This is an optimization exercise on Yosys and OpenROAD, whose aim is small area, a short achievable clock period and few clock cycles per item, not a production implementation. RTL that was checked went through simulation tests only; none was proved equivalent to the original. Power figures rest on the tool's default switching activity, not on a simulated workload.

== indigo ==
==> flow/design.v <==
module dedup_sort (
    input  wire        clk,
    input  wire        rst,           
    input  wire        in_valid,
    output wire        in_ready,
    input  wire [39:0] in_id,
    input  wire        in_skip,
    input  wire        in_last,
    output wire        out_valid,
    input  wire        out_ready,
    output wire        out_type,      
    output wire [39:0] out_id,
    output wire [4:0]  out_count,
    output wire [3:0]  out_inv,
    output wire        out_skip,
    output wire        out_last
);
    localparam integer N = 16;
    integer i;
    reg [39:0] ids  [0:N-1];
    reg        sk   [0:N-1];    
    reg        fo   [0:N-1];    
    reg        ev   [0:N-1];    
    reg [3:0]  rk   [0:N-1];    
    reg        rdy;
    reg        s1_v;
    reg [39:0] s1_id;
    reg        s1_skip;
    reg        s1_last;
    reg [3:0]  s1_idx;
    reg [4:0]  acnt;        
    reg        lock;        
    reg [4:0]  ucnt;        
    wire fire  = in_valid && rdy;
    wire alast = in_last || (acnt == 5'd15);
    function [1:0] cmp40;
        input [39:0] a;
        input [39:0] b;
        reg   [63:0] g, e;
        integer k, w;
        begin
            for (k = 0; k < 64; k = k + 1) begin
                if (k < 40) begin
                    g[k] = !a[k] && b[k];
                    e[k] = a[k] == b[k];
                end else begin
                    g[k] = 1'b0;
                    e[k] = 1'b1;
                end
            end
            for (w = 32; w >= 1; w = w / 2)
                for (k = 0; k < w; k = k + 1) begin
                    g[k] = g[2*k+1] || (e[2*k+1] && g[2*k]);
                    e[k] = e[2*k+1] && e[2*k];
                end
            cmp40 = {g[0], e[0]};
        end
    endfunction
    function [4:0] pc16;
        input [15:0] v;
        reg   [1:0] s2 [0:7];
        reg   [2:0] s4 [0:3];
        reg   [3:0] s8 [0:1];
        integer k;
        begin
            for (k = 0; k < 8; k = k + 1) s2[k] = {1'b0, v[2*k]} + {1'b0, v[2*k+1]};
            for (k = 0; k < 4; k = k + 1) s4[k] = {1'b0, s2[2*k]} + {1'b0, s2[2*k+1]};
            for (k = 0; k < 2; k = k + 1) s8[k] = {1'b0, s4[2*k]} + {1'b0, s4[2*k+1]};
            pc16 = {1'b0, s8[0]} + {1'b0, s8[1]};
        end
    endfunction
    reg [15:0] lt, eq, evm, ltc;
    reg        dup;
    reg [4:0]  pos;
    reg        uniq;
    wire       s2_first = (s1_idx == 4'd0);
    always @(*) begin
        for (i = 0; i < N; i = i + 1) begin
            evm[i] = ev[i] && !s2_first;       
            {lt[i], eq[i]} = cmp40(ids[i], s1_id);
            ltc[i] = evm[i] && fo[i] && lt[i];
        end
        dup = 1'b0;
        for (i = 0; i < N; i = i + 1)
            if (evm[i] && fo[i] && eq[i]) dup = 1'b1;
        pos  = pc16(ltc);
        uniq = !s1_skip && !dup;
    end
    wire       s2_done  = s1_v && s1_last;         
    wire [4:0] s2_ucnt  = (s2_first ? 5'd0 : ucnt) + {4'd0, uniq};
    always @(posedge clk) begin
        if (s1_v) begin
            for (i = 0; i < N; i = i + 1) begin
                if (i == s1_idx) begin
                    ids[i] <= s1_id;
                    sk[i]  <= s1_skip;
                    fo[i]  <= uniq;
                    ev[i]  <= 1'b1;
                    rk[i]  <= pos[3:0];
                end else begin
                    if (s2_first) ev[i] <= 1'b0;
                    if (uniq && evm[i] && !lt[i]) rk[i] <= rk[i] + 4'd1;
                end
            end
        end
    end
    always @(posedge clk) begin
        s1_id   <= in_id;
        s1_skip <= in_skip;
        s1_last <= alast;
        s1_idx  <= acnt[3:0];
        if (s1_v) ucnt <= s2_ucnt;
    end
    localparam [1:0] O_NONE = 2'd0;
    localparam [1:0] O_UNIQ = 2'd1;
    localparam [1:0] O_INV  = 2'd2;
    reg [1:0]  ost;
    reg [3:0]  rr;          
    reg [4:0]  kf;          
    reg [4:0]  on;          
    reg        bpend;       
    reg [4:0]  bn;          
    reg [4:0]  bu;          
    reg        ov;
    reg        o_type;
    reg [39:0] o_id;
    reg [4:0]  o_count;
    reg [3:0]  o_inv;
    reg        o_skip;
    reg        o_last;
    assign in_ready  = rdy;
    assign out_valid = ov;
    assign out_type  = o_type;
    assign out_id    = o_id;
    assign out_count = o_count;
    assign out_inv   = o_inv;
    assign out_skip  = o_skip;
    assign out_last  = o_last;
    wire can = !ov || out_ready;
    reg [39:0] u_id;
    reg [15:0] u_hit;
    always @(*) begin
        u_id  = 40'd0;
        for (i = 0; i < N; i = i + 1) begin
            u_hit[i] = ev[i] && rk[i] == rr && !sk[i];
            if (ev[i] && rk[i] == rr && fo[i]) u_id = u_id | ids[i];
        end
    end
    wire [4:0] u_cnt = pc16(u_hit);
    wire       bypass   = (ost == O_NONE);
    wire       p_zero   = !(|ltc);                             
    wire       b_low    = uniq && p_zero;                      
    wire       b_same   = !s1_skip && !uniq && p_zero;         
    wire [39:0] f_id    = (bypass && b_low) ? s1_id : u_id;
    wire [4:0] f_cnt    = (bypass && b_low) ? 5'd1 :
                          (bypass && b_same) ? u_cnt + 5'd1 : u_cnt;
    wire       s2_any   = !s1_skip || (!s2_first && ucnt != 5'd0);
    wire       klast    = (kf == on - 5'd1);
    wire       ulast    = bypass ? (s2_ucnt == 5'd1) : ({1'b0, rr} == bu - 5'd1);
    wire       nb_ok    = bpend || s2_done;
    wire [4:0] nb_n     = bpend ? bn : {1'b0, s1_idx} + 5'd1;
    wire       nb_any   = bpend ? (bu != 5'd0) : s2_any;
    reg        sv_live;
    reg [3:0]  sv_rk;
    reg        sv_sk;
    localparam integer NS = 21;
    wire [NS-1:0] nsv [0:3];
    genvar g;
    generate
        for (g = 0; g < 4; g = g + 1) begin : g_ns
            localparam F = (g >= 2);
            localparam C = (g % 2 == 1);
            reg       fu, fi, ue, ie, st;
            reg [1:0] o;
            reg [4:0] k, a;
            reg       l, bp, sl, v, rd;
            reg [3:0] r;
            always @(*) begin
                fu = C && ((ost == O_UNIQ) || (bypass && s2_done && s2_any));
                fi = C && (ost == O_INV);
                ue = fu && ulast;
                ie = fi && klast;
                st = ((ost == O_NONE) || ie) && nb_ok;
                o = ost;
                k = fi ? kf + 5'd1 : kf;
                l = lock;
                a = acnt;
                if (F) begin
                    a = acnt + 5'd1;
                    if (alast) l = 1'b1;
                end
                if (ue) begin
                    o = O_INV;
                    k = 5'd0;
                    l = 1'b0;
                    a = 5'd0;
                end else if (st) begin
                    if (nb_any) begin
                        o = O_UNIQ;
                    end else begin
                        o = O_INV;
                        k = 5'd0;
                        l = 1'b0;
                        a = 5'd0;
                    end
                end else if (ie) begin
                    o = O_NONE;
                end
                r  = ue ? 4'd0 : fu ? rr + 4'd1 : rr;
                bp = st ? 1'b0 : (s2_done ? 1'b1 : bpend);
                sl = (s1_v && (ost == O_INV) && (s1_idx == kf[3:0]) && !fi) ? 1'b1 :
                     (fi ? 1'b0 : sv_live);
                v  = fu || fi || (ov && !C);
                rd = !l && (o != O_INV || a <= k);
            end
            assign nsv[g] = {rd, a, l, o, k, r, bp, sl, v};
        end
    endgenerate
    wire [NS-1:0] ns00 = nsv[0];
    wire [NS-1:0] ns01 = nsv[1];
    wire [NS-1:0] ns10 = nsv[2];
    wire [NS-1:0] ns11 = nsv[3];
    wire [NS-1:0] ns_f = out_ready ? ns11 : ns10;    
    wire [NS-1:0] ns_n = out_ready ? ns01 : ns00;
    wire [NS-1:0] ns_c = ov ? ns_f : ns11;
    wire [NS-1:0] ns_d = ov ? ns_n : ns01;
    wire [NS-1:0] ns   = (in_valid && rdy) ? ns_c : ns_d;
    wire       fetch_u  = can && ((ost == O_UNIQ) || (bypass && s2_done && s2_any));
    wire       fetch_i  = can && (ost == O_INV);
    wire       i_end    = fetch_i && klast;
    wire       start    = ((ost == O_NONE) || i_end) && nb_ok;
    always @(posedge clk) begin
        if (rst) begin
            rdy     <= 1'b1;
            s1_v    <= 1'b0;
            acnt    <= 5'd0;
            lock    <= 1'b0;
            ost     <= O_NONE;
            kf      <= 5'd0;
            rr      <= 4'd0;
            bpend   <= 1'b0;
            sv_live <= 1'b0;
            ov      <= 1'b0;
        end else begin
            s1_v  <= fire;
            {rdy, acnt, lock, ost, kf, rr, bpend, sv_live, ov} <= ns;
        end
    end
    always @(posedge clk) begin
        if (s1_v) begin
            sv_rk <= rk[s1_idx];
            sv_sk <= sk[s1_idx];
        end
        if (s2_done) begin
            bn <= {1'b0, s1_idx} + 5'd1;
            bu <= s2_ucnt;
        end
        if (start) on <= nb_n;
        if (fetch_u) begin
            o_type  <= 1'b0;
            o_id    <= f_id;
            o_count <= f_cnt;
            o_last  <= 1'b0;
        end else if (fetch_i) begin
            o_type  <= 1'b1;
            o_inv   <= sv_live ? sv_rk : rk[kf[3:0]];
            o_skip  <= sv_live ? sv_sk : sk[kf[3:0]];
            o_last  <= i_end;
        end
    end
endmodule
export LEC_CHECK = 0
export CAP_MARGIN = 20
export CORE_MARGIN = 2
export CORE_UTILIZATION = 40
export SETUP_SLACK_MARGIN = 1.0
export SLEW_MARGIN = 20
create_clock -name core_clock -period 30.0 [get_ports {clk}]
run.sh (not shown) runs the stock make flow with config.mk's settings and CLKGATE_MAP_FILE= SYNTH_SCRIPT=/design/flow/synth_recipe.tcl, a recipe that flattens the netlist after the stock synthesis.
Testbench counts of indigo, summed over its fixed seeds: cycles 10,442, items 6,688.
The following lists how juniper was set up differently from indigo:
--- a/flow/design.v
+++ b/flow/design.v
@@ -19,9 +19,8 @@
     integer i;
     reg [39:0] ids  [0:N-1];
     reg        sk   [0:N-1];    
     reg        fo   [0:N-1];    
-    reg        ev   [0:N-1];    
     reg [3:0]  rk   [0:N-1];    
     reg        rdy;
     reg        s1_v;
     reg [39:0] s1_id;
@@ -75,9 +74,9 @@
     reg        uniq;
     wire       s2_first = (s1_idx == 4'd0);
     always @(*) begin
         for (i = 0; i < N; i = i + 1) begin
-            evm[i] = ev[i] && !s2_first;       
+            evm[i] = (i < s1_idx);             
             {lt[i], eq[i]} = cmp40(ids[i], s1_id);
             ltc[i] = evm[i] && fo[i] && lt[i];
         end
         dup = 1'b0;
@@ -87,23 +86,36 @@
         uniq = !s1_skip && !dup;
     end
     wire       s2_done  = s1_v && s1_last;         
     wire [4:0] s2_ucnt  = (s2_first ? 5'd0 : ucnt) + {4'd0, uniq};
+    reg        pw;
+    reg [3:0]  pj;
+    reg [3:0]  pq;
+    reg [3:0]  rke [0:N-1];
+    reg        rinc;
+    always @(*)
+        for (i = 0; i < N; i = i + 1)
+            rke[i] = (pw && pj == i) ? pq : rk[i];
     always @(posedge clk) begin
         if (s1_v) begin
             for (i = 0; i < N; i = i + 1) begin
                 if (i == s1_idx) begin
                     ids[i] <= s1_id;
                     sk[i]  <= s1_skip;
                     fo[i]  <= uniq;
-                    ev[i]  <= 1'b1;
-                    rk[i]  <= pos[3:0];
-                end else begin
-                    if (s2_first) ev[i] <= 1'b0;
-                    if (uniq && evm[i] && !lt[i]) rk[i] <= rk[i] + 4'd1;
                 end
             end
         end
+        for (i = 0; i < N; i = i + 1) begin
+            rinc = s1_v && uniq && evm[i] && !lt[i];
+            if ((pw && pj == i) || rinc) rk[i] <= rke[i] + {3'd0, rinc};
+        end
+        pj <= s1_idx;
+        pq <= pos[3:0];
+    end
+    always @(posedge clk) begin
+        if (rst) pw <= 1'b0;
+        else     pw <= s1_v;
     end
     always @(posedge clk) begin
         s1_id   <= in_id;
         s1_skip <= in_skip;
@@ -138,13 +150,16 @@
     assign out_last  = o_last;
     wire can = !ov || out_ready;
     reg [39:0] u_id;
     reg [15:0] u_hit;
+    reg [15:0] evr;             
     always @(*) begin
+        for (i = 0; i < N; i = i + 1)
+            evr[i] = (ost == O_NONE) ? (i < s1_idx) : (i < on);
         u_id  = 40'd0;
         for (i = 0; i < N; i = i + 1) begin
-            u_hit[i] = ev[i] && rk[i] == rr && !sk[i];
-            if (ev[i] && rk[i] == rr && fo[i]) u_id = u_id | ids[i];
+            u_hit[i] = evr[i] && rke[i] == rr && !sk[i];
+            if (evr[i] && rke[i] == rr && fo[i]) u_id = u_id | ids[i];
         end
     end
     wire [4:0] u_cnt = pc16(u_hit);
     wire       bypass   = (ost == O_NONE);
Findings:
- Having completed the whole flow, juniper delivered a layout that passed the timing, DRC and antenna checks.
- Total power for juniper: 2.3% down relative to indigo
- indigo has lower detailed-routed wire length on met3 than juniper.
- Compare indigo and juniper | sequential cell count lower: juniper
- juniper vs indigo — sequential share of layout area dropped 1.1 points.
- Per-cell via count in the routed design (juniper over indigo): increase, 0.27
- In juniper relative to indigo, post-route non-filler standard cell count had gone up by a few percent.
- Looking at area of the die, juniper sits above indigo.
- Between indigo and juniper, total number of cells along the worst setup path is higher for indigo, juniper comes in under that.
- juniper vs indigo on non-clock buffer count: juniper is the higher one.
- In terms of area growth from synthesis to layout, juniper and indigo differ only marginally.
- Diff indigo and juniper: cell area lower in indigo
- From indigo to juniper the numbers moved as follows: part of the power in the clock network increased by 1.4 points relative to the old numbers; simple logic cell fraction of the synthesized area picked up an extra 3.3 points.
- Of indigo and juniper, the run reporting the higher count of multi-input gates was juniper.
Only the layout flow was run in juniper; the RTL was not checked for function there.


rev 12:
Another version of the RTL of dedup_sort (not shown whole).
Size in the first run: ~890 flip-flops, roughly 100 I/O pins.
Settings: LEC_CHECK=0, CAP_MARGIN=20, CORE_MARGIN=2, CORE_UTILIZATION=40, SETUP_SLACK_MARGIN=1.0, SLEW_MARGIN=20; clock period 30.0 ns.
standard.sh (not shown) runs the stock make flow with config.mk's settings and CLKGATE_MAP_FILE= SYNTH_SCRIPT=/design/flow/synth_recipe.tcl, a recipe that flattens the netlist after the stock synthesis.
==> flow/flow/run.sh <==
#!/bin/bash
# Standard layout, with timing repair asked to aim for a shorter period than
# the clock's (the SDC is unchanged): repair_timing keeps working until each
# path has SETUP_SLACK_MARGIN ns of slack at the design's period. Ports are
# buffered with buf_2 instead of the delay cell buffer_ports picks by default,
# and the clock tree uses larger sink clusters and no dummy loads.
set -euo pipefail
bash standard.sh SETUP_SLACK_MARGIN=23 \
  "BUFFER_PORTS_ARGS=-buffer_cell sky130_fd_sc_hd__buf_2" \
  "CTS_ARGS=-sink_clustering_enable -repair_clock_nets -sink_clustering_size 30 -sink_clustering_max_diameter 100 -dont_use_dummy_load" \
  finish > run_standard.log 2>&1
### rev 12 -> rev 13
--- a/flow/design.v
+++ b/flow/design.v
@@ -86,40 +86,25 @@
             if (evm[i] && fo[i] && eq[i]) dup = 1'b1;
         pos  = pc16(ltc);
         uniq = !s1_skip && !dup;
     end
     wire       s2_done  = s1_v && s1_last;         
     wire [4:0] s2_ucnt  = (s2_first ? 5'd0 : ucnt) + {4'd0, uniq};
-    reg        pw;
-    reg [3:0]  pj;
-    reg [3:0]  pq;
-    reg [3:0]  rke [0:N-1];
-    reg        rinc;
-    always @(*)
-        for (i = 0; i < N; i = i + 1)
-            rke[i] = (pw && pj == i) ? pq : rk[i];
     always @(posedge clk) begin
         if (s1_v) begin
             for (i = 0; i < N; i = i + 1) begin
                 if (i == s1_idx) begin
                     nids[i] <= ~s1_id;
                     sk[i]  <= s1_skip;
                     fo[i]  <= uniq;
+                    rk[i]  <= pos[3:0];
+                end else begin
+                    if (uniq && evm[i] && !lt[i]) rk[i] <= rk[i] + 4'd1;
                 end
             end
         end
-        for (i = 0; i < N; i = i + 1) begin
-            rinc = s1_v && uniq && evm[i] && !lt[i];
-            if ((pw && pj == i) || rinc) rk[i] <= rke[i] + {3'd0, rinc};
-        end
-        pj <= s1_idx;
-        pq <= pos[3:0];
-    end
-    always @(posedge clk) begin
-        if (rst) pw <= 1'b0;
-        else     pw <= s1_v;
     end
     always @(posedge clk) begin
         s1_id   <= in_id;
         s1_skip <= in_skip;
         s1_last <= alast;
         s1_idx  <= acnt[3:0];
@@ -156,14 +141,14 @@
     reg [15:0] evr;             
     always @(*) begin
         for (i = 0; i < N; i = i + 1)
             evr[i] = (ost == O_NONE) ? (i < s1_idx) : (i < on);
         u_nid = 40'd0;
         for (i = 0; i < N; i = i + 1) begin
-            u_hit[i] = evr[i] && rke[i] == rr && !sk[i];
-            if (evr[i] && rke[i] == rr && fo[i]) u_nid = u_nid | nids[i];
+            u_hit[i] = evr[i] && rk[i] == rr && !sk[i];
+            if (evr[i] && rk[i] == rr && fo[i]) u_nid = u_nid | nids[i];
         end
     end
     wire [4:0]  u_cnt = pc16(u_hit);
     wire [39:0] u_id  = ~u_nid;
     wire       bypass   = (ost == O_NONE);
     wire       p_zero   = !(|ltc);                             
Notes after the runs:
- Compared with rev 12, in rev 13 portion of the clock cycle consumed by the worst path in the final layout roughly the same, setup slack higher.
- Against rev 12, the final cell area of rev 13 is lower.
- Worst relative slew slack on rev 13 is behind rev 12.
- Status: arrival time at the worst endpoint parity (rev 13, rev 12)
- Changes observed in rev 13 relative to rev 12: number of cells traversed by the worst hold path now sits higher, critical path depth closely matched the old numbers.
- Between rev 12 and rev 13, the starting density of the core figures differ only marginally.
- Rev 13 ended up with a lower flip-flop and latch count after synthesis than rev 12 did.
- Slack of the worst reg-to-reg path ended up 0.18 ns higher on rev 13 than on rev 12.
- Fmax essentially unchanged between rev 13 and rev 12.
Testbench counts of rev 13, summed over its fixed seeds: cycles 10,442, items 6,688.
The RTL of rev 12 was laid out without a check of its function.

## afterwards: timing with drivers on the ports
No port has a modelled driver above. Below, the same layouts with a new extraction and two added sets of constraints. Step 1 sets driving cells, clkbuf_16 on the clock port and buf_2 on the other inputs (assumed; they add their load-dependent delay and slew). Step 2 moves the port delays by t, midway between the first and last clock arrival at a register: inputs arrive t later, outputs are due t later. That takes back most of the time a late clock gives input paths. Three values: ideal, step 1, step 2; two values: the first two.
run | t (ns) | setup slack, ns | hold slack, ns | slew at the worst register clock pin (ns) | pins driven straight from the clock port
indigo | 0.806 | 22.097 / 22.097 / 21.610 | 0.408 / 0.408 / 0.408 | 0.07 / 0.07 | 1
juniper | 0.822 | 22.104 / 22.028 / 21.736 | 0.481 / 0.481 / 0.481 | 0.07 / 0.07 | 1
rev 12 | 0.748 | 22.692 / 22.616 / 22.334 | 0.444 / 0.444 / 0.444 | 0.12 / 0.12 | 1
rev 13 | 0.758 | 22.701 / 22.620 / 22.610 | 0.479 / 0.479 / 0.479 | 0.12 / 0.12 | 1
After both steps setup and hold are still met in every run listed. The setup slack of indigo, which loses most, moves by 0.000 ns with the drivers and by -0.487 ns with both steps.
